Background: an optimization exercise with open tools, aiming at small area, a short achievable clock period and few clock cycles per item. Do not read the settings as production practice.
Only simulation tests tie the RTL to the original design; equivalence was not proved.

== v27 ==
Design ime_ks, start of the top module:
module ime_ks (
  input  wire         clk,
  input  wire         rst,          
  input  wire         key_we,
  input  wire [2:0]   key_idx,
  input  wire [31:0]  key_wdata,
  input  wire         req_valid,
  output wire         req_ready,
  input  wire [15:0]  req_epoch,
  input  wire [2:0]   req_port,
  input  wire [28:0]  req_line,
  output wire         ks_valid,
  input  wire         ks_ready,
  output wire [1:0]   ks_blk,
  output wire [127:0] ks_data
);
Settings: LEC_CHECK=0, ABC_CLOCK_PERIOD_IN_PS=3300, CAP_MARGIN=20, CORE_MARGIN=2, CORE_UTILIZATION=55, CTS_CLUSTER_DIAMETER=80, CTS_CLUSTER_SIZE=20, SETUP_SLACK_MARGIN=4.7, SLEW_MARGIN=45; clock period 8.0 ns.
standard.sh (not shown) runs the stock make flow with config.mk's settings and CLKGATE_MAP_FILE= SYNTH_SCRIPT=/design/flow/synth_recipe.tcl, a recipe that flattens the netlist after the stock synthesis.
==> flow/flow/run.sh <==
#!/bin/bash
# Own flow: the standard layout (standard.sh) with three changes:
#  - synthesis runs flow/my_synth.tcl: the standard synthesis script with
#    Yosys's default ABC mapping script in place of ORFS's speed script
#    (same flip-flops and register names);
#  - after global placement, flow/near_pins.tcl moves the registers that
#    drive output ports next to those ports (ORFS's PRE_RESIZE hook);
#  - the detailed router gets more antenna repair iterations.
set -euo pipefail
W=$(pwd)
export PRE_RESIZE_TCL=$W/flow/near_pins.tcl
sed -e "s#SYNTH_SCRIPT=[^ ]*#SYNTH_SCRIPT=$W/flow/my_synth.tcl MAX_REPAIR_ANTENNAS_ITER_DRT=15#" standard.sh > own.sh
grep -q "SYNTH_SCRIPT=$W/flow/my_synth.tcl" own.sh
bash own.sh > layout.log 2>&1
==> flow/flow/my_synth.tcl <==
# The standard synthesis (synth_recipe.tcl, which runs ORFS's synth.tcl), with
# one change: the technology mapping uses Yosys's default ABC script (area
# oriented, with the clock period as delay target) instead of ORFS's speed
# script. Everything else, flip-flop mapping and register names included, is
# the standard synthesis.
proc abc {args} {
  set out {}
  set skip 0
  foreach a $args {
    if {$skip} { set skip 0; continue }
    if {$a eq "-script"} { set skip 1; continue }
    lappend out $a
  }
  yosys abc {*}$out
}
source [file join [file dirname [file normalize [info script]]] .. synth_recipe.tcl]
==> flow/flow/near_pins.tcl <==
# PRE_RESIZE hook (after global placement, before the first repair_design):
# put each flip-flop whose output drives only an output port's buffer on the
# spot of that buffer, next to the pin; detailed placement later legalizes it.
# These registers' paths to the outputs have the least slack, and the global
# placer leaves them near the logic that feeds them instead.
set block [ord::get_db_block]
set moved 0
foreach inst [$block getInsts] {
  if {![[$inst getMaster] isSequential]} continue
  set q [$inst findITerm Q]
  if {$q eq "NULL" || $q eq ""} continue
  set net [$q getNet]
  if {$net eq "NULL" || $net eq ""} continue
  set iterms [$net getITerms]
  if {[llength $iterms] != 2} continue
  foreach it $iterms {
    set other [$it getInst]
    if {[$other getName] eq [$inst getName]} continue
    if {![string match output* [$other getName]]} continue
    lassign [$other getLocation] x y
    $inst setLocation $x $y
    incr moved
  }
}
puts "near_pins: moved $moved flip-flops next to their output buffers"
v27 was carried through to the last stage, and its layout satisfied the timing, DRC and antenna checks.
Testbench counts of v27, summed over its fixed seeds: cycles 3,224, items 384.
[inputs] v59 vs v27
- SETUP_SLACK_MARGIN changed from 4.7 to 4.75
- SLEW_MARGIN changed from 45 to 50
- ABC_CLOCK_PERIOD_IN_PS changed from 3300 to 3250
Findings:
Both conditions hold for v59: the flow ran to the end and the final layout passed the timing, DRC and antenna checks. Via count, v27 and v59: smaller value in v59. Status: full die area parity (v59, v27). ~same share of the synthesized area in compound gates (AO/OA/AOI/OAI) in v27 and v59.
Setup changes, v59 to v29
- SETUP_SLACK_MARGIN changed from 4.75 to 4.7
- SLEW_MARGIN changed from 50 to 45
- CORE_UTILIZATION changed from 55 to 58
- ABC_CLOCK_PERIOD_IN_PS changed from 3250 to 3300
### Flow results
The standard cells in v29 occupy less silicon area than those in v59 do.
Delta (v29 minus v59): total wire length shrank by 0.74%; final cell count has decreased; number of flip-flops and latches neither gained nor lost much; worst setup slack now smaller.
Post-cts resize count in v29 vs v59: down about 27%
v29 vs. v59: cell area after technology mapping flat, global-route wire length before repair down 4.7 mm.
Compared v59 against v29; clock skew within noise.
Delta (v29 minus v59): area of all sequential standard cells about even, delay of the slowest cell on the worst path fell 0.06 ns.
Input-level comparison between v36 and v29:
- CORE_UTILIZATION changed from 58 to 50
## What came out
Run comparison: v29 critical path's slowest cell xnor3_1; v36 critical path's slowest cell xnor2_4. Changes observed in v36 relative to v29: multi-input combinational gate total roughly the same; number of clock buffers in the layout fell by 0.75%; wire length of the first global-routing pass has increased.

========
ime_ks, a different RTL version from the one above (not shown whole).
Size in the first run: roughly 4100 flip-flops, ~220 I/O pins, roughly 260000 um^2 of cells after synthesis.
Design ime_ks, start of the top module:
module ime_ks (
  input  wire         clk,
  input  wire         rst,          
  input  wire         key_we,
  input  wire [2:0]   key_idx,
  input  wire [31:0]  key_wdata,
  input  wire         req_valid,
  output wire         req_ready,
  input  wire [15:0]  req_epoch,
  input  wire [2:0]   req_port,
  input  wire [28:0]  req_line,
  output wire         ks_valid,
  input  wire         ks_ready,
  output wire [1:0]   ks_blk,
  output wire [127:0] ks_data
);
  localparam U  = 7;            
  localparam QN = 4;            
  localparam QA = 2;            
  genvar g, u;
  integer i;
  reg [255:0] key;
  reg  [7:0]  kw_en;               
  reg  [31:0] kw_data;
  wire        kw_we = |kw_en;
  integer     kwi;
  always @(posedge clk) begin
    kw_en   <= key_we ? (8'h80 >> key_idx) : 8'h00;
    kw_data <= key_wdata;
    for (kwi = 0; kwi < 8; kwi = kwi + 1)
      if (kw_en[7-kwi])
        key[255 - 32*kwi -: 32] <= kw_data;
  end
  function [7:0] xtime(input [7:0] b);
    xtime = {b[6:0], 1'b0} ^ (b[7] ? 8'h1b : 8'h00);
  endfunction
  function [31:0] mixcol(input [31:0] c);
    reg [7:0] a0, a1, a2, a3;
    begin
      a0 = c[31:24]; a1 = c[23:16]; a2 = c[15:8]; a3 = c[7:0];
      mixcol[31:24] = xtime(a0) ^ (xtime(a1) ^ a1) ^ a2 ^ a3;
      mixcol[23:16] = a0 ^ xtime(a1) ^ (xtime(a2) ^ a2) ^ a3;
      mixcol[15:8]  = a0 ^ a1 ^ xtime(a2) ^ (xtime(a3) ^ a3);
  ...
==> flow/config.mk <==
export PLATFORM = sky130hd
export DESIGN_NAME = ime_ks
export DESIGN_NICKNAME = ime_ks
export VERILOG_FILES = /design/flow/design.v
export SDC_FILE = /design/flow/constraint.sdc
export NUM_CORES = 8
export LEC_CHECK = 0
export ABC_CLOCK_PERIOD_IN_PS = 3250
export CAP_MARGIN = 20
export CORE_MARGIN = 2
export CORE_UTILIZATION = 52
export CTS_CLUSTER_DIAMETER = 80
export CTS_CLUSTER_SIZE = 20
export SETUP_SLACK_MARGIN = 4.75
export SLEW_MARGIN = 50
==> flow/constraint.sdc <==
create_clock -name core_clock -period 8.0 [get_ports {clk}]
set_input_delay 1.6000 -clock core_clock [delete_from_list [all_inputs] [get_ports {clk}]]
set_output_delay 1.6000 -clock core_clock [all_outputs]
set_load 0.01 [all_outputs]
Scripts as last shown in full above: flow/flow/run.sh, flow/flow/my_synth.tcl, flow/flow/near_pins.tcl
The baseline produced a clean layout.
Testbench counts at the start, summed over its fixed seeds: cycles 3,224, items 384.
Edit:
Settings changed: ABC_CLOCK_PERIOD_IN_PS 3250 to 3200, CORE_UTILIZATION 52 to 55, SETUP_SLACK_MARGIN 4.75 to 4.8, SLEW_MARGIN 50 to 55.
Outcome: The new run completed with no timing, DRC or antenna violations; global-route usage came out higher by 1.7 points; routed wire length came out lower by 0.58%; die area came out lower by 5.4%; sequential share of layout area hardly moves; critical path depth came out higher by 4; first-iteration DRC count came out higher by 0.56%; count of clock-buffer cells in the layout came out higher by 2; setup slack improved by 49 ps.
Edit:
Settings changed: SLEW_MARGIN 55 to 50.
Result: Utilization stays flat; sequential cell count stays the same; global-route usage rose by 0.12 points.
Edit:
Settings changed: ABC_CLOCK_PERIOD_IN_PS 3200 to 3100, SETUP_SLACK_MARGIN 4.8 to 4.9.
- The changed run finished with timing, DRC and antenna clean
- core utilization went up by 2.8 points
- fmax barely changes
- global-route usage went up by 0.21 points
- via count went up by about 1.3%
- hold slack hardly moves
- non-clock buffer count went up by 403
- cell count went up by about 1.2%

## what the ideal ports hide
In the flow no input, the clock included, has a driving cell. The finished layouts below were timed again as built, in two steps. Step 1 sets driving cells, clkbuf_16 on the clock port and buf_2 on the other inputs (assumed; they add their load-dependent delay and slew). Step 2, shift: input delay + t, output delay - t, t = (earliest + latest rising clock arrival at the registers) / 2. This alone moves slack from input paths to output paths. Slacks: no drivers / after step 1 / after step 2; pairs: no drivers / after step 1.
run | t, ns | setup WS [ns] | worst setup path after step 2 | worst register clock-pin slew, ns | cell pins on the clock port's net
v27 | 1.132 | 4.671 / 4.627 / 3.929 | input to register | 0.10 / 0.10 | 1
v59 | 1.123 | 4.690 / 4.683 / 3.896 | input to register | 0.10 / 0.10 | 1
v29 | 1.103 | 4.588 / 4.588 / 4.119 | input to register | 0.09 / 0.09 | 1
v36 | 1.126 | 4.620 / 4.620 / 4.052 | input to register | 0.10 / 0.10 | 1
the first run of note 2 | 1.130 | 4.674 / 4.660 / 3.921 | input to register | 0.10 / 0.10 | 1
the second run of note 2 | 1.154 | 4.723 / 4.650 / 3.924 | input to register | 0.10 / 0.10 | 1
the third run of note 2 | 1.135 | 4.685 / 4.665 / 3.930 | input to register | 0.10 / 0.10 | 1
the fourth run of note 2 | 1.120 | 4.686 / 4.655 / 4.018 | input to register | 0.10 / 0.10 | 1
After both steps every run listed still meets setup and hold. For the second run of note 2, which loses most, drivers alone change the setup slack by -0.073 ns; drivers and shift together by -0.799 ns.
